From an optimization exercise on the open Yosys and OpenROAD flow, aimed at small area, a short achievable clock period and few clock cycles per item; shortcuts taken in it are not production practice. No functional check of the RTL was part of this run.

**standard.sh**
```bash
#!/bin/bash
# synth_recipe.tcl (not shown) runs the flow's synth.tcl, then flattens the netlist and writes it again
# the make line also repeats each setting of config.mk as NAME=value (left out here)
make -C /OpenROAD-flow-scripts/flow DESIGN_CONFIG=/design/flow/config.mk WORK_HOME=/design/flow/orfs CLKGATE_MAP_FILE= SYNTH_SCRIPT=/design/flow/synth_recipe.tcl "${@:-finish}"
```
**flow/run.sh**
```bash
#!/bin/bash
# The standard layout, with the ports buffered by the smallest buffer
# (sky130_fd_sc_hd__buf_1) instead of the default delay buffer, and timing
# repair aiming 14 ns below the clock period.
set -euo pipefail
bash standard.sh "BUFFER_PORTS_ARGS=-buffer_cell sky130_fd_sc_hd__buf_1" SETUP_SLACK_MARGIN=14 finish > standard_flow.log 2>&1
```
**config.mk**
```make
export PLATFORM = sky130hd
export DESIGN_NAME = gst_ecc
export DESIGN_NICKNAME = gst_ecc
export VERILOG_FILES = /design/flow/design.v
export SDC_FILE = /design/flow/constraint.sdc
export NUM_CORES = 4
export LEC_CHECK = 0
export CAP_MARGIN = 20
export CORE_MARGIN = 2
export CORE_UTILIZATION = 60
export CTS_CLUSTER_DIAMETER = 60
export CTS_CLUSTER_SIZE = 24
export PLACE_DENSITY = 0.72
export SLEW_MARGIN = 20
```
**constraint.sdc**
```tcl
create_clock -name core_clock -period 25.0 [get_ports {clk}]
set_input_delay 5.0000 -clock core_clock [delete_from_list [all_inputs] [get_ports {clk}]]
set_output_delay 5.0000 -clock core_clock [all_outputs]
set_load 0.01 [all_outputs]
```
**design.v**
```verilog
module gst_ecc (
    input  wire        clk,
    input  wire        rst,
    input  wire        req_valid,
    output wire        req_ready,
    input  wire [1:0]  req_op,        
    input  wire [33:0] req_addr,      
    input  wire [31:0] req_origin,
    input  wire [79:0] req_cw,        
    input  wire [63:0] req_wdata,     
    input  wire [7:0]  req_wmask,     
    output reg         rsp_valid,
    input  wire        rsp_ready,
    output wire [63:0] rsp_data,
    output wire        rsp_wr,
    output wire [79:0] rsp_cw,
    output wire [1:0]  rsp_weight,    
    output wire        rsp_poison,
    input  wire        stat_clr,      
    input  wire [1:0]  log_clr,       
    output wire [63:0] eccstat,
    output wire [63:0] ecclog,
    output wire [31:0] eccorg
);
    wire [6:0] s1, s3;
    wire par;
    wire sx_0 = req_cw[24] ^ req_cw[75];
    wire sx_1 = req_cw[25] ^ req_cw[76];
    wire sx_2 = req_cw[55] ^ req_cw[72];
    wire sx_3 = req_cw[58] ^ sx_0;
    wire sx_4 = req_cw[17] ^ req_cw[33];
    wire sx_5 = req_cw[30] ^ req_cw[37];
    wire sx_6 = req_cw[23] ^ req_cw[50];
    wire sx_7 = req_cw[27] ^ req_cw[56];
    wire sx_8 = req_cw[19] ^ req_cw[67];
    wire sx_9 = req_cw[38] ^ req_cw[51];
    wire sx_10 = req_cw[59] ^ req_cw[73];
    wire sx_11 = req_cw[60] ^ req_cw[74];
    wire sx_12 = req_cw[8] ^ req_cw[39];
    wire sx_13 = req_cw[9] ^ req_cw[40];
    wire sx_14 = req_cw[16] ^ req_cw[52];
    wire sx_15 = req_cw[28] ^ req_cw[57];
    wire sx_16 = req_cw[26] ^ req_cw[61];
    wire sx_17 = req_cw[20] ^ req_cw[68];
    wire sx_18 = req_cw[21] ^ req_cw[69];
    wire sx_19 = req_cw[7] ^ sx_6;
    wire sx_20 = req_cw[15] ^ sx_9;
    wire sx_21 = req_cw[49] ^ sx_5;
    wire sx_22 = req_cw[78] ^ sx_3;
    wire sx_23 = sx_1 ^ sx_10;
    wire sx_24 = req_cw[29] ^ req_cw[32];
    wire sx_25 = req_cw[13] ^ req_cw[48];
    wire sx_26 = req_cw[18] ^ req_cw[66];
    wire sx_27 = req_cw[31] ^ req_cw[77];
    wire sx_28 = req_cw[22] ^ sx_7;
    wire sx_29 = req_cw[46] ^ req_cw[71];
    wire sx_30 = req_cw[45] ^ sx_2;
    wire sx_31 = req_cw[10] ^ req_cw[34];
    wire sx_32 = req_cw[14] ^ req_cw[36];
    wire sx_33 = req_cw[11] ^ req_cw[41];
    wire sx_34 = req_cw[12] ^ req_cw[47];
    wire sx_35 = req_cw[43] ^ req_cw[53];
    wire sx_36 = req_cw[35] ^ sx_11;
    wire sx_37 = req_cw[42] ^ sx_15;
    wire sx_38 = req_cw[54] ^ sx_8;
    wire sx_39 = req_cw[62] ^ sx_4;
    wire sx_40 = req_cw[70] ^ sx_16;
    wire sx_41 = sx_12 ^ sx_14;
    wire sx_42 = sx_18 ^ sx_20;
    wire sx_43 = sx_17 ^ sx_26;
    wire sx_44 = sx_21 ^ sx_28;
    wire sx_45 = sx_22 ^ sx_30;
    wire sx_46 = req_cw[5] ^ sx_13;
    wire sx_47 = req_cw[3] ^ sx_19;
    wire sx_48 = req_cw[6] ^ sx_44;
    wire sx_49 = req_cw[44] ^ sx_25;
    wire sx_50 = req_cw[64] ^ sx_24;
    wire sx_51 = req_cw[63] ^ sx_31;
    wire sx_52 = sx_23 ^ sx_29;
    wire sx_53 = sx_27 ^ sx_33;
    wire sx_54 = sx_34 ^ sx_41;
    wire sx_55 = sx_32 ^ sx_43;
    wire sx_56 = req_cw[4] ^ req_cw[65];
    wire sx_57 = req_cw[52] ^ req_cw[53];
    wire sx_58 = req_cw[61] ^ sx_39;
    wire sx_59 = sx_4 ^ sx_42;
    wire sx_60 = sx_2 ^ sx_46;
    wire sx_61 = sx_36 ^ sx_37;
    wire sx_62 = sx_40 ^ sx_45;
    wire sx_63 = sx_35 ^ sx_52;
    wire sx_64 = sx_38 ^ sx_49;
    wire sx_65 = sx_47 ^ sx_51;
    wire sx_66 = req_cw[18] ^ req_cw[42];
    wire sx_67 = req_cw[23] ^ req_cw[39];
    wire sx_68 = req_cw[0] ^ req_cw[75];
    wire sx_69 = req_cw[4] ^ req_cw[72];
    wire sx_70 = req_cw[26] ^ req_cw[65];
    wire sx_71 = req_cw[2] ^ sx_13;
    wire sx_72 = req_cw[51] ^ req_cw[57];
    wire sx_73 = req_cw[54] ^ req_cw[74];
    wire sx_74 = req_cw[1] ^ sx_50;
    wire sx_75 = req_cw[47] ^ sx_8;
    wire sx_76 = req_cw[46] ^ sx_19;
    wire sx_77 = req_cw[13] ^ sx_56;
    wire sx_78 = req_cw[71] ^ sx_1;
    wire sx_79 = req_cw[66] ^ sx_16;
    wire sx_80 = req_cw[25] ^ sx_60;
    wire sx_81 = req_cw[41] ^ sx_48;
    wire sx_82 = req_cw[77] ^ sx_18;
    wire sx_83 = req_cw[37] ^ sx_59;
    wire sx_84 = sx_14 ^ sx_22;
    wire sx_85 = sx_17 ^ sx_27;
    wire sx_86 = sx_20 ^ sx_24;
    wire sx_87 = sx_11 ^ sx_37;
    wire sx_88 = sx_12 ^ sx_36;
    wire sx_89 = req_cw[73] ^ sx_57;
    wire sx_90 = req_cw[76] ^ sx_62;
    wire sx_91 = sx_25 ^ sx_35;
    wire sx_92 = sx_23 ^ sx_40;
    wire sx_93 = sx_29 ^ sx_45;
    wire sx_94 = sx_39 ^ sx_53;
    wire sx_95 = sx_54 ^ sx_63;
    wire sx_96 = sx_55 ^ sx_64;
    wire sx_97 = sx_50 ^ sx_72;
    wire sx_98 = sx_61 ^ sx_65;
    wire sx_99 = sx_54 ^ sx_86;
    wire sx_100 = sx_67 ^ sx_82;
    wire sx_101 = sx_70 ^ sx_89;
    wire sx_102 = sx_84 ^ sx_97;
    wire sx_103 = sx_94 ^ sx_98;
    assign s1[0] = (((sx_44 ^ sx_52) ^ (sx_53 ^ (sx_19 ^ sx_38))) ^ (sx_87 ^ ((sx_68 ^ ((req_cw[14] ^ req_cw[44]) ^ (req_cw[55] ^ req_cw[62]))) ^ sx_42)));
    assign s1[1] = ((sx_99 ^ (sx_87 ^ (sx_85 ^ (((req_cw[43] ^ req_cw[56]) ^ sx_6) ^ (req_cw[63] ^ (req_cw[1] ^ req_cw[22])))))) ^ sx_90);
    assign s1[2] = (sx_102 ^ (sx_63 ^ ((sx_100 ^ sx_58) ^ (sx_71 ^ ((req_cw[30] ^ sx_7) ^ sx_49)))));
    assign s1[3] = ((sx_65 ^ (sx_101 ^ (sx_75 ^ ((req_cw[70] ^ (req_cw[11] ^ req_cw[40])) ^ (sx_66 ^ sx_7))))) ^ (sx_83 ^ sx_93));
    assign s1[4] = (((((sx_69 ^ sx_73) ^ sx_28) ^ (sx_9 ^ ((req_cw[34] ^ req_cw[35]) ^ (req_cw[48] ^ req_cw[64])))) ^ (sx_43 ^ ((req_cw[70] ^ (req_cw[19] ^ req_cw[24])) ^ (sx_15 ^ sx_33)))) ^ sx_95);
    assign s1[5] = (((((req_cw[49] ^ req_cw[58]) ^ (req_cw[71] ^ req_cw[75])) ^ (sx_34 ^ ((req_cw[17] ^ req_cw[20]) ^ (req_cw[29] ^ req_cw[36])))) ^ (sx_100 ^ sx_101)) ^ ((sx_61 ^ sx_64) ^ sx_80));
    assign s1[6] = (((sx_55 ^ (((req_cw[50] ^ (req_cw[10] ^ req_cw[21])) ^ sx_91) ^ (sx_73 ^ ((req_cw[29] ^ req_cw[40]) ^ sx_10)))) ^ sx_81) ^ sx_90);
    assign s3[0] = (((sx_58 ^ sx_60) ^ (sx_75 ^ ((req_cw[56] ^ (req_cw[31] ^ req_cw[38])) ^ (sx_15 ^ sx_68)))) ^ (sx_76 ^ ((sx_23 ^ sx_51) ^ sx_55)));
    assign s3[1] = ((((sx_77 ^ sx_85) ^ (sx_8 ^ ((req_cw[50] ^ req_cw[5]) ^ sx_57))) ^ sx_59) ^ (sx_92 ^ (((req_cw[8] ^ (req_cw[14] ^ req_cw[34])) ^ sx_21) ^ (sx_3 ^ sx_30))));
    assign s3[2] = (((sx_79 ^ sx_91) ^ ((((req_cw[19] ^ req_cw[27]) ^ (req_cw[38] ^ req_cw[68])) ^ (sx_13 ^ sx_5)) ^ (sx_41 ^ sx_78))) ^ sx_103);
    assign s3[3] = (sx_83 ^ ((((sx_32 ^ ((req_cw[28] ^ req_cw[48]) ^ (req_cw[59] ^ req_cw[6]))) ^ sx_74) ^ (sx_76 ^ sx_88)) ^ ((sx_79 ^ (sx_3 ^ sx_53)) ^ sx_80)));
    assign s3[4] = (sx_93 ^ (sx_48 ^ (((sx_26 ^ (req_cw[9] ^ (req_cw[16] ^ req_cw[32]))) ^ (sx_38 ^ sx_77)) ^ (sx_58 ^ sx_88))));
    assign s3[5] = (sx_102 ^ (sx_96 ^ (sx_47 ^ (((req_cw[69] ^ (req_cw[12] ^ req_cw[33])) ^ (sx_11 ^ sx_69)) ^ (sx_21 ^ sx_78)))));
    assign s3[6] = (sx_81 ^ (sx_99 ^ (((sx_66 ^ ((req_cw[33] ^ req_cw[36]) ^ (req_cw[60] ^ req_cw[62]))) ^ sx_92) ^ (sx_71 ^ (((req_cw[65] ^ req_cw[67]) ^ (req_cw[78] ^ req_cw[7])) ^ (sx_0 ^ sx_31))))));
    assign par = (sx_103 ^ ((((sx_42 ^ sx_74) ^ (sx_46 ^ (sx_56 ^ (req_cw[79] ^ (req_cw[0] ^ req_cw[2]))))) ^ (sx_48 ^ sx_96)) ^ (sx_62 ^ sx_95)));
    wire [6:0] w3;
    wire [127:0] w3_tab0 = 128'h85171f397d3521e1ec0715d9c155d956;
    wire [127:0] w3_tab1 = 128'h077bca8c40edde83cfa9b8fae20590f0;
    wire [127:0] w3_tab2 = 128'hd3d8a3c4b729aac8883ed3b1ef77e000;
    wire [127:0] w3_tab3 = 128'h9d7459fd639529fbdb72e2c062284688;
    wire [127:0] w3_tab4 = 128'h76d02a17ab13d34bf22b331b534913bc;
    wire [127:0] w3_tab5 = 128'h7a55ce6bcde0f5c45424a2b9e9a25f80;
    wire [127:0] w3_tab6 = 128'h4ae285f65b8d65a17edf971ddc8880a0;
    assign w3 = {w3_tab6[s1], w3_tab5[s1], w3_tab4[s1], w3_tab3[s1], w3_tab2[s1], w3_tab1[s1], w3_tab0[s1]};
    wire [6:0] t;
    wire [12:0] tm_p;
    assign tm_p[0] = (s3[0] & w3[0]);
    assign tm_p[1] = (s3[0] & w3[1]) ^ (s3[1] & w3[0]);
    assign tm_p[2] = (s3[0] & w3[2]) ^ (s3[1] & w3[1]) ^ (s3[2] & w3[0]);
    assign tm_p[3] = (s3[0] & w3[3]) ^ (s3[1] & w3[2]) ^ (s3[2] & w3[1]) ^ (s3[3] & w3[0]);
    assign tm_p[4] = (s3[0] & w3[4]) ^ (s3[1] & w3[3]) ^ (s3[2] & w3[2]) ^ (s3[3] & w3[1]) ^ (s3[4] & w3[0]);
    assign tm_p[5] = (s3[0] & w3[5]) ^ (s3[1] & w3[4]) ^ (s3[2] & w3[3]) ^ (s3[3] & w3[2]) ^ (s3[4] & w3[1]) ^ (s3[5] & w3[0]);
    assign tm_p[6] = (s3[0] & w3[6]) ^ (s3[1] & w3[5]) ^ (s3[2] & w3[4]) ^ (s3[3] & w3[3]) ^ (s3[4] & w3[2]) ^ (s3[5] & w3[1]) ^ (s3[6] & w3[0]);
    assign tm_p[7] = (s3[1] & w3[6]) ^ (s3[2] & w3[5]) ^ (s3[3] & w3[4]) ^ (s3[4] & w3[3]) ^ (s3[5] & w3[2]) ^ (s3[6] & w3[1]);
    assign tm_p[8] = (s3[2] & w3[6]) ^ (s3[3] & w3[5]) ^ (s3[4] & w3[4]) ^ (s3[5] & w3[3]) ^ (s3[6] & w3[2]);
    assign tm_p[9] = (s3[3] & w3[6]) ^ (s3[4] & w3[5]) ^ (s3[5] & w3[4]) ^ (s3[6] & w3[3]);
    assign tm_p[10] = (s3[4] & w3[6]) ^ (s3[5] & w3[5]) ^ (s3[6] & w3[4]);
    assign tm_p[11] = (s3[5] & w3[6]) ^ (s3[6] & w3[5]);
    assign tm_p[12] = (s3[6] & w3[6]);
    assign t[0] = tm_p[0] ^ tm_p[7] ^ tm_p[11];
    assign t[1] = tm_p[1] ^ tm_p[8] ^ tm_p[12];
    assign t[2] = tm_p[2] ^ tm_p[9];
    assign t[3] = tm_p[3] ^ tm_p[7] ^ tm_p[10] ^ tm_p[11];
    assign t[4] = tm_p[4] ^ tm_p[8] ^ tm_p[11] ^ tm_p[12];
    assign t[5] = tm_p[5] ^ tm_p[9] ^ tm_p[12];
    assign t[6] = tm_p[6] ^ tm_p[10];
    wire [6:0] c = t ^ 7'd1;
    wire [6:0] z0;
    wire zx_0 = c[3] ^ c[6];
    wire zx_1 = c[2] ^ c[4];
    assign z0[0] = 1'b0;
    assign z0[1] = (zx_0 ^ zx_1);
    assign z0[2] = (c[4] ^ zx_0);
    assign z0[3] = (c[5] ^ c[6]);
    assign z0[4] = (c[1] ^ zx_1);
    assign z0[5] = (c[5] ^ zx_0);
    assign z0[6] = zx_0;
    wire [6:0] x1n;
    wire [12:0] xm_p;
    assign xm_p[0] = (s1[0] & z0[0]);
    assign xm_p[1] = (s1[0] & z0[1]) ^ (s1[1] & z0[0]);
    assign xm_p[2] = (s1[0] & z0[2]) ^ (s1[1] & z0[1]) ^ (s1[2] & z0[0]);
    assign xm_p[3] = (s1[0] & z0[3]) ^ (s1[1] & z0[2]) ^ (s1[2] & z0[1]) ^ (s1[3] & z0[0]);
    assign xm_p[4] = (s1[0] & z0[4]) ^ (s1[1] & z0[3]) ^ (s1[2] & z0[2]) ^ (s1[3] & z0[1]) ^ (s1[4] & z0[0]);
    assign xm_p[5] = (s1[0] & z0[5]) ^ (s1[1] & z0[4]) ^ (s1[2] & z0[3]) ^ (s1[3] & z0[2]) ^ (s1[4] & z0[1]) ^ (s1[5] & z0[0]);
    assign xm_p[6] = (s1[0] & z0[6]) ^ (s1[1] & z0[5]) ^ (s1[2] & z0[4]) ^ (s1[3] & z0[3]) ^ (s1[4] & z0[2]) ^ (s1[5] & z0[1]) ^ (s1[6] & z0[0]);
    assign xm_p[7] = (s1[1] & z0[6]) ^ (s1[2] & z0[5]) ^ (s1[3] & z0[4]) ^ (s1[4] & z0[3]) ^ (s1[5] & z0[2]) ^ (s1[6] & z0[1]);
    assign xm_p[8] = (s1[2] & z0[6]) ^ (s1[3] & z0[5]) ^ (s1[4] & z0[4]) ^ (s1[5] & z0[3]) ^ (s1[6] & z0[2]);
    assign xm_p[9] = (s1[3] & z0[6]) ^ (s1[4] & z0[5]) ^ (s1[5] & z0[4]) ^ (s1[6] & z0[3]);
    assign xm_p[10] = (s1[4] & z0[6]) ^ (s1[5] & z0[5]) ^ (s1[6] & z0[4]);
    assign xm_p[11] = (s1[5] & z0[6]) ^ (s1[6] & z0[5]);
    assign xm_p[12] = (s1[6] & z0[6]);
    assign x1n[0] = xm_p[0] ^ xm_p[7] ^ xm_p[11];
    assign x1n[1] = xm_p[1] ^ xm_p[8] ^ xm_p[12];
    assign x1n[2] = xm_p[2] ^ xm_p[9];
    assign x1n[3] = xm_p[3] ^ xm_p[7] ^ xm_p[10] ^ xm_p[11];
    assign x1n[4] = xm_p[4] ^ xm_p[8] ^ xm_p[11] ^ xm_p[12];
    assign x1n[5] = xm_p[5] ^ xm_p[9] ^ xm_p[12];
    assign x1n[6] = xm_p[6] ^ xm_p[10];
    wire [6:0] z1 = {z0[6:1], 1'b1};
    wire [6:0] x2n;
    wire [12:0] xn_p;
    assign xn_p[0] = (s1[0] & z1[0]);
    assign xn_p[1] = (s1[0] & z1[1]) ^ (s1[1] & z1[0]);
    assign xn_p[2] = (s1[0] & z1[2]) ^ (s1[1] & z1[1]) ^ (s1[2] & z1[0]);
    assign xn_p[3] = (s1[0] & z1[3]) ^ (s1[1] & z1[2]) ^ (s1[2] & z1[1]) ^ (s1[3] & z1[0]);
    assign xn_p[4] = (s1[0] & z1[4]) ^ (s1[1] & z1[3]) ^ (s1[2] & z1[2]) ^ (s1[3] & z1[1]) ^ (s1[4] & z1[0]);
    assign xn_p[5] = (s1[0] & z1[5]) ^ (s1[1] & z1[4]) ^ (s1[2] & z1[3]) ^ (s1[3] & z1[2]) ^ (s1[4] & z1[1]) ^ (s1[5] & z1[0]);
    assign xn_p[6] = (s1[0] & z1[6]) ^ (s1[1] & z1[5]) ^ (s1[2] & z1[4]) ^ (s1[3] & z1[3]) ^ (s1[4] & z1[2]) ^ (s1[5] & z1[1]) ^ (s1[6] & z1[0]);
    assign xn_p[7] = (s1[1] & z1[6]) ^ (s1[2] & z1[5]) ^ (s1[3] & z1[4]) ^ (s1[4] & z1[3]) ^ (s1[5] & z1[2]) ^ (s1[6] & z1[1]);
    assign xn_p[8] = (s1[2] & z1[6]) ^ (s1[3] & z1[5]) ^ (s1[4] & z1[4]) ^ (s1[5] & z1[3]) ^ (s1[6] & z1[2]);
    assign xn_p[9] = (s1[3] & z1[6]) ^ (s1[4] & z1[5]) ^ (s1[5] & z1[4]) ^ (s1[6] & z1[3]);
    assign xn_p[10] = (s1[4] & z1[6]) ^ (s1[5] & z1[5]) ^ (s1[6] & z1[4]);
    assign xn_p[11] = (s1[5] & z1[6]) ^ (s1[6] & z1[5]);
    assign xn_p[12] = (s1[6] & z1[6]);
    assign x2n[0] = xn_p[0] ^ xn_p[7] ^ xn_p[11];
    assign x2n[1] = xn_p[1] ^ xn_p[8] ^ xn_p[12];
    assign x2n[2] = xn_p[2] ^ xn_p[9];
    assign x2n[3] = xn_p[3] ^ xn_p[7] ^ xn_p[10] ^ xn_p[11];
    assign x2n[4] = xn_p[4] ^ xn_p[8] ^ xn_p[11] ^ xn_p[12];
    assign x2n[5] = xn_p[5] ^ xn_p[9] ^ xn_p[12];
    assign x2n[6] = xn_p[6] ^ xn_p[10];
    wire s1z = (s1 == 7'd0);
    wire cz  = (t == 7'd1);
    wire fue = s1z ? (s3 != 7'd0) : (!cz && (par || !t[0]));
    wire is_w = (req_op == 2'd0);
    wire is_m = (req_op == 2'd2);
    wire is_s = (req_op == 2'd3);
    wire [7:0] kmask = is_w ? 8'hFF : is_m ? req_wmask : 8'h00;
    reg  [63:0] xm;
    integer bi;
    always @(*) begin
        for (bi = 0; bi < 8; bi = bi + 1)
            xm[8*bi +: 8] = kmask[bi] ? req_wdata[8*bi +: 8] : req_cw[14 + 8*bi +: 8];
    end
    reg [63:0] q_x;
    reg [7:0]  q_kmask;
    reg [6:0]  x1, x2;
    reg        q_s1z, q_cz, q_fue, q_par, q_pr;
    reg        q_w, q_m, q_s;
    reg [33:0] q_addr;
    reg [31:0] q_origin;
    wire load = !rsp_valid || rsp_ready;
    assign req_ready = load;
    always @(posedge clk) begin
        if (rst)
            rsp_valid <= 1'b0;
        else if (load)
            rsp_valid <= req_valid;
        if (load) begin
            q_x      <= xm;
            q_kmask  <= kmask;
            x1       <= x1n;
            x2       <= x2n;
            q_s1z    <= s1z;
            q_cz     <= cz;
            q_fue    <= fue;
            q_par    <= par;
            q_pr     <= req_cw[78];
            q_w      <= is_w;
            q_m      <= is_m;
            q_s      <= is_s;
            q_addr   <= req_addr;
            q_origin <= req_origin;
        end
    end
    wire       v1, p1;
    wire [127:0] v1_tab0 = 128'h341efc53e5ef4f6366edbbb9ab551f7e;
    assign v1 = {v1_tab0[x1]};
    wire [127:0] p1_tab0 = 128'h00000000000040000000000000000000;
    assign p1 = {p1_tab0[x1]};
    wire       v2, p2;
    wire [127:0] v2_tab0 = 128'h341efc53e5ef4f6366edbbb9ab551f7e;
    assign v2 = {v2_tab0[x2]};
    wire [127:0] p2_tab0 = 128'h00000000000040000000000000000000;
    assign p2 = {p2_tab0[x2]};
    wire       ue = q_fue || (!q_s1z && (!v2 || (!q_cz && !v1)));
    wire [1:0] w  = q_s1z ? {1'b0, q_par} : (q_cz && q_par) ? 2'd1 : 2'd2;
    wire       pz = !ue && (q_pr ^ p1 ^ p2);
    assign rsp_weight = q_w ? 2'd0 : ue ? 2'd3 : w;
    assign rsp_poison = !q_w && pz;
    assign rsp_wr     = q_w || q_m || (q_s && !pz && (ue || w != 2'd0));
    wire   enc_p      = (q_m && (ue || pz)) || (q_s && ue);
    wire   q_report   = !q_w && !(q_s && pz);
    wire   q_scrub    = q_s;
    wire       v1n = (v1 || q_cz) && !q_fue;
    wire       v2n = v2 && !q_fue;
    reg [63:0] en;
    integer bj;
    always @(*) begin
        for (bj = 0; bj < 8; bj = bj + 1)
            en[8*bj +: 8] = {8{!q_kmask[bj]}};
    end
    wire [63:0] h1, h2;
    assign h1[0] = (x1 == 7'd65);
    assign h1[1] = (x1 == 7'd11);
    assign h1[2] = (x1 == 7'd22);
    assign h1[3] = (x1 == 7'd44);
    assign h1[4] = (x1 == 7'd88);
    assign h1[5] = (x1 == 7'd57);
    assign h1[6] = (x1 == 7'd114);
    assign h1[7] = (x1 == 7'd109);
    assign h1[8] = (x1 == 7'd83);
    assign h1[9] = (x1 == 7'd47);
    assign h1[10] = (x1 == 7'd94);
    assign h1[11] = (x1 == 7'd53);
    assign h1[12] = (x1 == 7'd106);
    assign h1[13] = (x1 == 7'd93);
    assign h1[14] = (x1 == 7'd51);
    assign h1[15] = (x1 == 7'd102);
    assign h1[16] = (x1 == 7'd69);
    assign h1[17] = (x1 == 7'd3);
    assign h1[18] = (x1 == 7'd6);
    assign h1[19] = (x1 == 7'd12);
    assign h1[20] = (x1 == 7'd24);
    assign h1[21] = (x1 == 7'd48);
    assign h1[22] = (x1 == 7'd96);
    assign h1[23] = (x1 == 7'd73);
    assign h1[24] = (x1 == 7'd27);
    assign h1[25] = (x1 == 7'd54);
    assign h1[26] = (x1 == 7'd108);
    assign h1[27] = (x1 == 7'd81);
    assign h1[28] = (x1 == 7'd43);
    assign h1[29] = (x1 == 7'd86);
    assign h1[30] = (x1 == 7'd37);
    assign h1[31] = (x1 == 7'd74);
    assign h1[32] = (x1 == 7'd29);
    assign h1[33] = (x1 == 7'd58);
    assign h1[34] = (x1 == 7'd116);
    assign h1[35] = (x1 == 7'd97);
    assign h1[36] = (x1 == 7'd75);
    assign h1[37] = (x1 == 7'd31);
    assign h1[38] = (x1 == 7'd62);
    assign h1[39] = (x1 == 7'd124);
    assign h1[40] = (x1 == 7'd113);
    assign h1[41] = (x1 == 7'd107);
    assign h1[42] = (x1 == 7'd95);
    assign h1[43] = (x1 == 7'd55);
    assign h1[44] = (x1 == 7'd110);
    assign h1[45] = (x1 == 7'd85);
    assign h1[46] = (x1 == 7'd35);
    assign h1[47] = (x1 == 7'd70);
    assign h1[48] = (x1 == 7'd5);
    assign h1[49] = (x1 == 7'd10);
    assign h1[50] = (x1 == 7'd20);
    assign h1[51] = (x1 == 7'd40);
    assign h1[52] = (x1 == 7'd80);
    assign h1[53] = (x1 == 7'd41);
    assign h1[54] = (x1 == 7'd82);
    assign h1[55] = (x1 == 7'd45);
    assign h1[56] = (x1 == 7'd90);
    assign h1[57] = (x1 == 7'd61);
    assign h1[58] = (x1 == 7'd122);
    assign h1[59] = (x1 == 7'd125);
    assign h1[60] = (x1 == 7'd115);
    assign h1[61] = (x1 == 7'd111);
    assign h1[62] = (x1 == 7'd87);
    assign h1[63] = (x1 == 7'd39);
    assign h2[0] = (x2 == 7'd65);
    assign h2[1] = (x2 == 7'd11);
    assign h2[2] = (x2 == 7'd22);
    assign h2[3] = (x2 == 7'd44);
    assign h2[4] = (x2 == 7'd88);
    assign h2[5] = (x2 == 7'd57);
    assign h2[6] = (x2 == 7'd114);
    assign h2[7] = (x2 == 7'd109);
    assign h2[8] = (x2 == 7'd83);
    assign h2[9] = (x2 == 7'd47);
    assign h2[10] = (x2 == 7'd94);
    assign h2[11] = (x2 == 7'd53);
    assign h2[12] = (x2 == 7'd106);
    assign h2[13] = (x2 == 7'd93);
    assign h2[14] = (x2 == 7'd51);
    assign h2[15] = (x2 == 7'd102);
    assign h2[16] = (x2 == 7'd69);
    assign h2[17] = (x2 == 7'd3);
    assign h2[18] = (x2 == 7'd6);
    assign h2[19] = (x2 == 7'd12);
    assign h2[20] = (x2 == 7'd24);
    assign h2[21] = (x2 == 7'd48);
    assign h2[22] = (x2 == 7'd96);
    assign h2[23] = (x2 == 7'd73);
    assign h2[24] = (x2 == 7'd27);
    assign h2[25] = (x2 == 7'd54);
    assign h2[26] = (x2 == 7'd108);
    assign h2[27] = (x2 == 7'd81);
    assign h2[28] = (x2 == 7'd43);
    assign h2[29] = (x2 == 7'd86);
    assign h2[30] = (x2 == 7'd37);
    assign h2[31] = (x2 == 7'd74);
    assign h2[32] = (x2 == 7'd29);
    assign h2[33] = (x2 == 7'd58);
    assign h2[34] = (x2 == 7'd116);
    assign h2[35] = (x2 == 7'd97);
    assign h2[36] = (x2 == 7'd75);
    assign h2[37] = (x2 == 7'd31);
    assign h2[38] = (x2 == 7'd62);
    assign h2[39] = (x2 == 7'd124);
    assign h2[40] = (x2 == 7'd113);
    assign h2[41] = (x2 == 7'd107);
    assign h2[42] = (x2 == 7'd95);
    assign h2[43] = (x2 == 7'd55);
    assign h2[44] = (x2 == 7'd110);
    assign h2[45] = (x2 == 7'd85);
    assign h2[46] = (x2 == 7'd35);
    assign h2[47] = (x2 == 7'd70);
    assign h2[48] = (x2 == 7'd5);
    assign h2[49] = (x2 == 7'd10);
    assign h2[50] = (x2 == 7'd20);
    assign h2[51] = (x2 == 7'd40);
    assign h2[52] = (x2 == 7'd80);
    assign h2[53] = (x2 == 7'd41);
    assign h2[54] = (x2 == 7'd82);
    assign h2[55] = (x2 == 7'd45);
    assign h2[56] = (x2 == 7'd90);
    assign h2[57] = (x2 == 7'd61);
    assign h2[58] = (x2 == 7'd122);
    assign h2[59] = (x2 == 7'd125);
    assign h2[60] = (x2 == 7'd115);
    assign h2[61] = (x2 == 7'd111);
    assign h2[62] = (x2 == 7'd87);
    assign h2[63] = (x2 == 7'd39);
    assign rsp_data = q_x ^ (((h1 & {64{v2n}}) | (h2 & {64{v1n}})) & en);
    wire [14:0] encd;
    wire ex_0 = rsp_data[3] ^ rsp_data[14];
    wire ex_1 = rsp_data[17] ^ rsp_data[43];
    wire ex_2 = rsp_data[0] ^ rsp_data[22];
    wire ex_3 = rsp_data[1] ^ rsp_data[23];
    wire ex_4 = rsp_data[2] ^ rsp_data[24];
    wire ex_5 = rsp_data[4] ^ rsp_data[26];
    wire ex_6 = rsp_data[5] ^ rsp_data[27];
    wire ex_7 = rsp_data[25] ^ rsp_data[30];
    wire ex_8 = rsp_data[13] ^ rsp_data[46];
    wire ex_9 = rsp_data[31] ^ rsp_data[47];
    wire ex_10 = rsp_data[37] ^ rsp_data[62];
    wire ex_11 = rsp_data[38] ^ rsp_data[63];
    wire ex_12 = rsp_data[9] ^ rsp_data[29];
    wire ex_13 = rsp_data[18] ^ rsp_data[44];
    wire ex_14 = rsp_data[6] ^ rsp_data[61];
    wire ex_15 = rsp_data[33] ^ rsp_data[58];
    wire ex_16 = rsp_data[32] ^ ex_5;
    wire ex_17 = rsp_data[50] ^ rsp_data[53];
    wire ex_18 = rsp_data[56] ^ ex_0;
    wire ex_19 = ex_7 ^ ex_9;
    wire ex_20 = rsp_data[12] ^ rsp_data[45];
    wire ex_21 = rsp_data[10] ^ rsp_data[48];
    wire ex_22 = rsp_data[11] ^ rsp_data[49];
    wire ex_23 = rsp_data[28] ^ rsp_data[42];
    wire ex_24 = rsp_data[7] ^ ex_10;
    wire ex_25 = rsp_data[39] ^ ex_3;
    wire ex_26 = rsp_data[40] ^ ex_2;
    wire ex_27 = rsp_data[41] ^ ex_8;
    wire ex_28 = rsp_data[52] ^ ex_1;
    wire ex_29 = rsp_data[55] ^ ex_4;
    wire ex_30 = rsp_data[60] ^ ex_6;
    wire ex_31 = rsp_data[15] ^ rsp_data[57];
    wire ex_32 = rsp_data[20] ^ rsp_data[59];
    wire ex_33 = rsp_data[21] ^ ex_11;
    wire ex_34 = rsp_data[19] ^ ex_14;
    wire ex_35 = rsp_data[54] ^ ex_19;
    wire ex_36 = ex_16 ^ ex_17;
    wire ex_37 = ex_20 ^ ex_21;
    wire ex_38 = ex_15 ^ ex_30;
    wire ex_39 = rsp_data[16] ^ rsp_data[50];
    wire ex_40 = rsp_data[8] ^ ex_13;
    wire ex_41 = rsp_data[34] ^ rsp_data[59];
    wire ex_42 = rsp_data[35] ^ ex_24;
    wire ex_43 = rsp_data[51] ^ ex_12;
    wire ex_44 = rsp_data[29] ^ ex_38;
    wire ex_45 = rsp_data[44] ^ ex_23;
    wire ex_46 = rsp_data[54] ^ ex_26;
    wire ex_47 = rsp_data[61] ^ ex_25;
    wire ex_48 = ex_22 ^ ex_27;
    wire ex_49 = ex_18 ^ ex_37;
    wire ex_50 = ex_31 ^ ex_48;
    wire ex_51 = rsp_data[14] ^ rsp_data[33];
    wire ex_52 = rsp_data[1] ^ rsp_data[57];
    wire ex_53 = rsp_data[13] ^ rsp_data[49];
    wire ex_54 = rsp_data[0] ^ ex_0;
    wire ex_55 = rsp_data[26] ^ rsp_data[43];
    wire ex_56 = rsp_data[30] ^ rsp_data[45];
    wire ex_57 = rsp_data[34] ^ rsp_data[41];
    wire ex_58 = rsp_data[40] ^ rsp_data[42];
    wire ex_59 = rsp_data[10] ^ ex_13;
    wire ex_60 = rsp_data[4] ^ ex_28;
    wire ex_61 = rsp_data[35] ^ rsp_data[62];
    wire ex_62 = rsp_data[5] ^ ex_29;
    wire ex_63 = rsp_data[24] ^ ex_11;
    wire ex_64 = rsp_data[36] ^ rsp_data[63];
    wire ex_65 = rsp_data[36] ^ ex_3;
    wire ex_66 = rsp_data[23] ^ ex_18;
    wire ex_67 = rsp_data[51] ^ rsp_data[55];
    wire ex_68 = rsp_data[12] ^ ex_32;
    wire ex_69 = rsp_data[11] ^ ex_35;
    wire ex_70 = rsp_data[48] ^ ex_1;
    wire ex_71 = rsp_data[7] ^ ex_44;
    wire ex_72 = rsp_data[8] ^ ex_46;
    wire ex_73 = rsp_data[16] ^ ex_42;
    wire ex_74 = rsp_data[46] ^ ex_19;
    wire ex_75 = rsp_data[28] ^ ex_41;
    wire ex_76 = rsp_data[60] ^ ex_12;
    wire ex_77 = ex_2 ^ ex_8;
    wire ex_78 = rsp_data[32] ^ ex_47;
    wire ex_79 = rsp_data[39] ^ ex_43;
    wire ex_80 = ex_4 ^ ex_34;
    wire ex_81 = ex_14 ^ ex_29;
    wire ex_82 = ex_26 ^ ex_36;
    wire ex_83 = ex_23 ^ ex_40;
    wire ex_84 = ex_24 ^ ex_54;
    wire ex_85 = ex_28 ^ ex_53;
    wire ex_86 = ex_33 ^ ex_52;
    wire ex_87 = ex_27 ^ ex_63;
    wire ex_88 = ex_39 ^ ex_57;
    wire ex_89 = ex_49 ^ ex_55;
    wire ex_90 = ex_45 ^ ex_68;
    wire ex_91 = ex_66 ^ ex_82;
    assign encd[0] = (((ex_40 ^ ex_70) ^ (ex_75 ^ ex_77)) ^ (ex_79 ^ (((ex_31 ^ ex_51) ^ (ex_56 ^ ex_6)) ^ ((rsp_data[37] ^ ex_17) ^ ex_34))));
    assign encd[1] = ((ex_85 ^ ((ex_21 ^ ex_32) ^ (ex_9 ^ ((rsp_data[38] ^ rsp_data[57]) ^ ex_17)))) ^ (ex_73 ^ ((ex_38 ^ ex_47) ^ ex_72)));
    assign encd[2] = ((((ex_29 ^ ex_33) ^ ex_46) ^ (ex_65 ^ ((ex_10 ^ ex_56) ^ (rsp_data[43] ^ (rsp_data[19] ^ rsp_data[32]))))) ^ (ex_44 ^ ex_50));
    assign encd[3] = ((ex_88 ^ (ex_15 ^ ((rsp_data[22] ^ rsp_data[37]) ^ ex_11))) ^ (((ex_18 ^ ex_25) ^ ex_74) ^ (ex_81 ^ ex_90)));
    assign encd[4] = (ex_91 ^ ((ex_74 ^ ex_80) ^ (ex_83 ^ ((((rsp_data[21] ^ rsp_data[33]) ^ (rsp_data[38] ^ rsp_data[9])) ^ ex_30) ^ ex_42))));
    assign encd[5] = ((ex_84 ^ ex_87) ^ ((ex_35 ^ ex_36) ^ (ex_65 ^ ((rsp_data[17] ^ ex_32) ^ ex_59))));
    assign encd[6] = (((ex_36 ^ ex_81) ^ ex_69) ^ (ex_86 ^ (((ex_1 ^ ex_41) ^ ex_45) ^ (ex_76 ^ ex_77))));
    assign encd[7] = (ex_71 ^ (ex_89 ^ (((((rsp_data[22] ^ rsp_data[2]) ^ ex_13) ^ (ex_61 ^ ex_67)) ^ ex_35) ^ ex_78)));
    assign encd[8] = (((ex_28 ^ (((rsp_data[18] ^ rsp_data[31]) ^ ex_10) ^ (ex_22 ^ ex_64))) ^ (ex_62 ^ ex_79)) ^ ex_91);
    assign encd[9] = (((((rsp_data[25] ^ ex_12) ^ ex_75) ^ ex_49) ^ (ex_60 ^ ex_87)) ^ (ex_72 ^ ex_78));
    assign encd[10] = (ex_50 ^ (((((rsp_data[47] ^ rsp_data[53]) ^ ex_5) ^ (ex_51 ^ ex_58)) ^ ((ex_61 ^ ex_7) ^ ex_25)) ^ ((ex_59 ^ ex_76) ^ ex_62)));
    assign encd[11] = ((ex_69 ^ ex_89) ^ (ex_80 ^ (ex_88 ^ (((rsp_data[15] ^ rsp_data[58]) ^ ex_58) ^ (ex_6 ^ ex_64)))));
    assign encd[12] = ((ex_50 ^ ex_73) ^ (ex_90 ^ ((((rsp_data[31] ^ rsp_data[3]) ^ ex_67) ^ (rsp_data[6] ^ (rsp_data[25] ^ rsp_data[27]))) ^ (ex_16 ^ ex_70))));
    assign encd[13] = ((((((rsp_data[14] ^ rsp_data[36]) ^ (rsp_data[47] ^ rsp_data[56])) ^ (ex_20 ^ ex_39)) ^ (ex_16 ^ ex_33)) ^ (ex_83 ^ ex_85)) ^ ex_71);
    assign encd[14] = ((ex_84 ^ ex_86) ^ (((ex_34 ^ ex_37) ^ ex_60) ^ (ex_43 ^ ((ex_15 ^ ex_22) ^ (rsp_data[2] ^ (rsp_data[20] ^ rsp_data[27]))))));
    wire [14:0] colp = 15'h15af;    
    wire [14:0] cw15 = encd ^ ({15{enc_p}} & colp);
    assign rsp_cw = {cw15[14], enc_p, rsp_data, cw15[13:0]};
    reg [31:0] ce1_cnt;
    reg [15:0] ce2_cnt;
    reg [15:0] ue_cnt;
    reg [33:0] log_addr;
    reg [1:0]  log_weight;
    reg        log_poison;
    reg        log_scrub;
    reg        log_valid;
    reg        log_ovf;
    reg [31:0] org;
    wire       rsp_fire  = rsp_valid && rsp_ready;
    wire       ev_bad    = rsp_poison || (rsp_weight == 2'd3);
    wire       ev_ce1    = rsp_fire && q_report && !ev_bad && (rsp_weight == 2'd1);
    wire       ev_ce2    = rsp_fire && q_report && !ev_bad && (rsp_weight == 2'd2);
    wire       ev_ue     = rsp_fire && q_report && ev_bad;
    wire       ev_log    = ev_ce1 || ev_ce2 || ev_ue;
    wire [31:0] ce1_base = stat_clr ? 32'd0 : ce1_cnt;
    wire [15:0] ce2_base = stat_clr ? 16'd0 : ce2_cnt;
    wire [15:0] ue_base  = stat_clr ? 16'd0 : ue_cnt;
    wire        valid_base = log_valid && !log_clr[0];
    wire        ovf_base   = log_ovf && !log_clr[1];
    always @(posedge clk) begin
        if (rst) begin
            ce1_cnt    <= 32'd0;
            ce2_cnt    <= 16'd0;
            ue_cnt     <= 16'd0;
            log_addr   <= 34'd0;
            log_weight <= 2'd0;
            log_poison <= 1'b0;
            log_scrub  <= 1'b0;
            log_valid  <= 1'b0;
            log_ovf    <= 1'b0;
            org        <= 32'd0;
        end else begin
            ce1_cnt <= (ev_ce1 && ce1_base != 32'hFFFF_FFFF) ? ce1_base + 32'd1 : ce1_base;
            ce2_cnt <= (ev_ce2 && ce2_base != 16'hFFFF) ? ce2_base + 16'd1 : ce2_base;
            ue_cnt  <= (ev_ue  && ue_base  != 16'hFFFF) ? ue_base  + 16'd1 : ue_base;
            log_valid <= valid_base || ev_log;
            log_ovf   <= ovf_base || (ev_log && valid_base);
            if (ev_log && !valid_base) begin
                log_addr   <= q_addr;
                log_weight <= ev_bad ? 2'd3 : rsp_weight;
                log_poison <= rsp_poison;
                log_scrub  <= q_scrub;
                org        <= q_origin;
            end
        end
    end
    assign eccstat = {ue_cnt, ce2_cnt, ce1_cnt};
    assign ecclog  = {21'd0, log_ovf, log_valid, log_scrub, log_poison, log_weight, log_addr, 3'd0};
    assign eccorg  = org;
endmodule
```
==> flow_summary.toml <==
[outcome]
status = "finished clean"

[final_layout]
syn2layout_area_growth_pct = 16.5
layout_commonest_cell = "buf_1"
n_antenna_cell = 0
fillCellCount = 2968
most-common-layout-cells = "buf_1, xnor2_1, nand2_1"
multiInputGateArea_um2 = 15000
seq_area_um2 = 7550
drive_gt1_share_pct = 14.0
finalNetCount = 3162

[worst_setup_path]
timing.rr.start = "x2[0]"
setup.worst_path.start = "req_cw[65]"
crit_chain = "buf_1 -> xnor3_1 -> xnor2_1 -> xnor3_1 -> xnor3_2 -> nand2_1 -> a211oi_1 -> a21oi_4 -> a211oi_2 -> xnor2_2 -> xnor3_2 -> xnor2_4 -> xor3_2 -> nor3b_2 -> a21oi_1 -> o22ai_1 -> a222oi_1 -> xnor3_1 -> xnor2_1"
worst_setup_path_start_kind = "primary input"
crit_slowest_cell = "xnor3_2"
path_max_fanout = 14
cp-end-kind = "flop"
crit_arrival_ns = 11.35
max_stage_delay_ns = 0.72
crit_type = "in2reg"
crit_required_ns = 25.28
cp_common_cell = "xnor3_1"

[logic_synthesis]
syn_avg_cell_area_um2 = 9.42
synth_xor_area_share_pct = 29.8
ys_seq_area_share_pct = 32.5
synth_top_family_by_area = "XOR/XNOR gates"
synth_ff_type = "edfxtp_1"
synthAdderAreaFrac_pct = 1.18
synthMuxAreaShare_pct = 4.43
synth_edf_count = 160
async_reset_ff_share_pct = 0
synth_area_um2 = 23200
yosys_warnings = 1
synth-simple-area-share_pct = 14.0
synthCells = 2467
synth.distinct_cells = 92
synth-compound-area-share_pct = 11.0
ys_seq_elements = 297

[floorplanning]
die_h_um = 201
ios = 537
initial_utilization_pct = 60.4
rows = 72
die_w_um = 201
die_area_um2 = 40300
coreArea_um2 = 38500

[global_route]
grt_pass1_vias = 19000
grt_start_max_net_pins = 78
grtUsageTotal_pct = 38.4
grt_pass1_wl_um = 118000
antenna_found_initial = 1
overflow = 0

[clocking]
cts_made_buffers = 20
hold_buffers = 0
cts.sink_count = 297
tritoncts = "yes"
cts_max_level = 1
cts-root-buf = "clkbuf_16"
clkLatencyLatePin_ns = 0.54
clock_path_buffers = 3
clkSlewWorstSetupHoldPaths_ns = 0.09

[timing]
tightest_slew_ns = 1.14
fin_setup_tns_ns = 0
min_period_ns = 11.07
fin_crit_sh_pct = 44.3
finalHoldViolations = 0
slew_headroom_pct = 23.9
skew_ns = 0.0199
finalSetupViolCount = 0
slew_viol_final = 0
worst_slack_ns = 13.93
grt_setup_unrepaired = "yes"
clock.fmax_mhz = 90.3

[job]
maxCapViolations = 0

[drt]
wl_per_cell_um = 23.9
drt_first_pass_iters = 9
remaining_drc_errors = 0
postRouteAntennaNets = 0
wl_um = 82500
viasPerCell = 5.97
drt-initial-drc-count = 2846
num_vias = 20600

[placed_design]
io_buffers = 512
pre_cts_slack_ns = 12.49
hpwl_um = 62400
place_congestion = 1.17

[worst_hold_path]
min_path_type = "reg2reg"
hp-start = "org[10]"
[path summary, 6_finish.rpt]
check	slack (ns)	cells after the start	end
setup / recovery	13.93	19	x2[4]
hold / removal	0.46	2	org[10]
setup reg to reg	19.99	18	org[13]
hold reg to reg	0.46	2	org[10]
[state kept, by name (all words and copies together), names as in the netlist, 8 cells and up]
name / flops
ce1_cnt: 32
ce2_cnt: 16
log_addr: 34
org: 32
q_addr: 34
q_kmask: 8
q_origin: 32
q_x: 64
ue_cnt: 16
[cells by family (layout without fill, tap and decap cells)]
kind of cell | Yosys count | count (layout)
AO/OA/AOI/OAI | 379 | 380
XOR/XNOR | 659 | 661
adder cells (fa/ha/maj) | 22 | 22
buffers and inverters | 309 | 743
flip-flops | 297 | 297
multiplexers | 87 | 87
other | 1 | 24
AND/OR/NAND/NOR | 713 | 713
[metal layers]
metal | global-route usage [%] | up-vias | part of all wire (%) | wire, um
met5 | 0 | - | 0 | 0
met4 | 15.6 | 0 | 5.0 | 4110
met3 | 7.29 | 267 | 9.7 | 8030
met2 | 63.3 | 1342 | 47 | 38700
met1 | 50.0 | 9792 | 38 | 31700
li1 | - | 9174 | - | -
[stage by stage]
stage                     hold slack, ns  utilization (%)  cells  cell area (um^2)
after global routing               0.476             70.4   3445             27100
after global placement             0.441             64.6   3330             24800
after CTS                          0.457             67.3   3381             25900
final                              0.457             70.4   3445             27100
after floorplan                    0.437                -   2490             23400
after detailed placement           0.445             64.6   3330             24800
[worst max-delay path, delay by kind of cell]
kind | cells | cell delay (ns)
xor+xnor | 10 | 3.94
simple gates | 2 | 0.46
compound gates | 6 | 1.59
buf+inv | 1 | 0.31
[synthesized netlist by cell type (all sizes together), types with 43 or more instances]
library cell,n,area [um^2]
a21oi,147,739
buf,137,1010
clkbuf,74,278
dfxtp,137,2740
edfxtp,160,4800
inv,98,368
mux2,67,754
nand2,236,891
nor2,238,916
o21ai,43,215
xnor2,491,4440
xnor3,52,1180
xor2,103,988
[what timing repair did]
item                       CTS  global route
setup buffers               13            59
setup endpoints to repair   30            28
pin swaps                   17            45
cloned                       2             5
gates resized for setup     67           119
[final cells by class]
cell class | instances | share of cell area [%]
Clock buffer | 22 | 1.88
Clock inverter | 14 | 0.490
Inverter | 98 | 1.55
Multi-Input combinational cell | 1887 | 55.3
Sequential cell | 297 | 27.9
Tap cell | 518 | 2.39
Timing Repair Buffer | 608 | 10.4
Timing Repair inverter | 1 | 0.0416

[separate check: timing with driven ports]
No port has a modelled driver above. Below, the same layout with a new extraction and two added sets of constraints.
Step 1, drivers: a clkbuf_16 drives clk and a buf_2 each remaining input, both assumed.
Step 2 times the ports against the registers' clock, not the clock port: input delays grow and output delays shrink by t, the midpoint of the rising clock arrivals with the driver on.
Three values: ideal, step 1, step 2; two values: the first two.
shift t [ns]: 0.593
setup WS [ns]: 13.929 / 13.966 / 13.373
worst hold slack (ns): 0.457 / 0.457 / 0.457
worst setup path at the end: input to register
After both steps this run still meets setup and hold. The setup slack of this run moves by +0.037 ns with the drivers and by -0.556 ns with both steps.
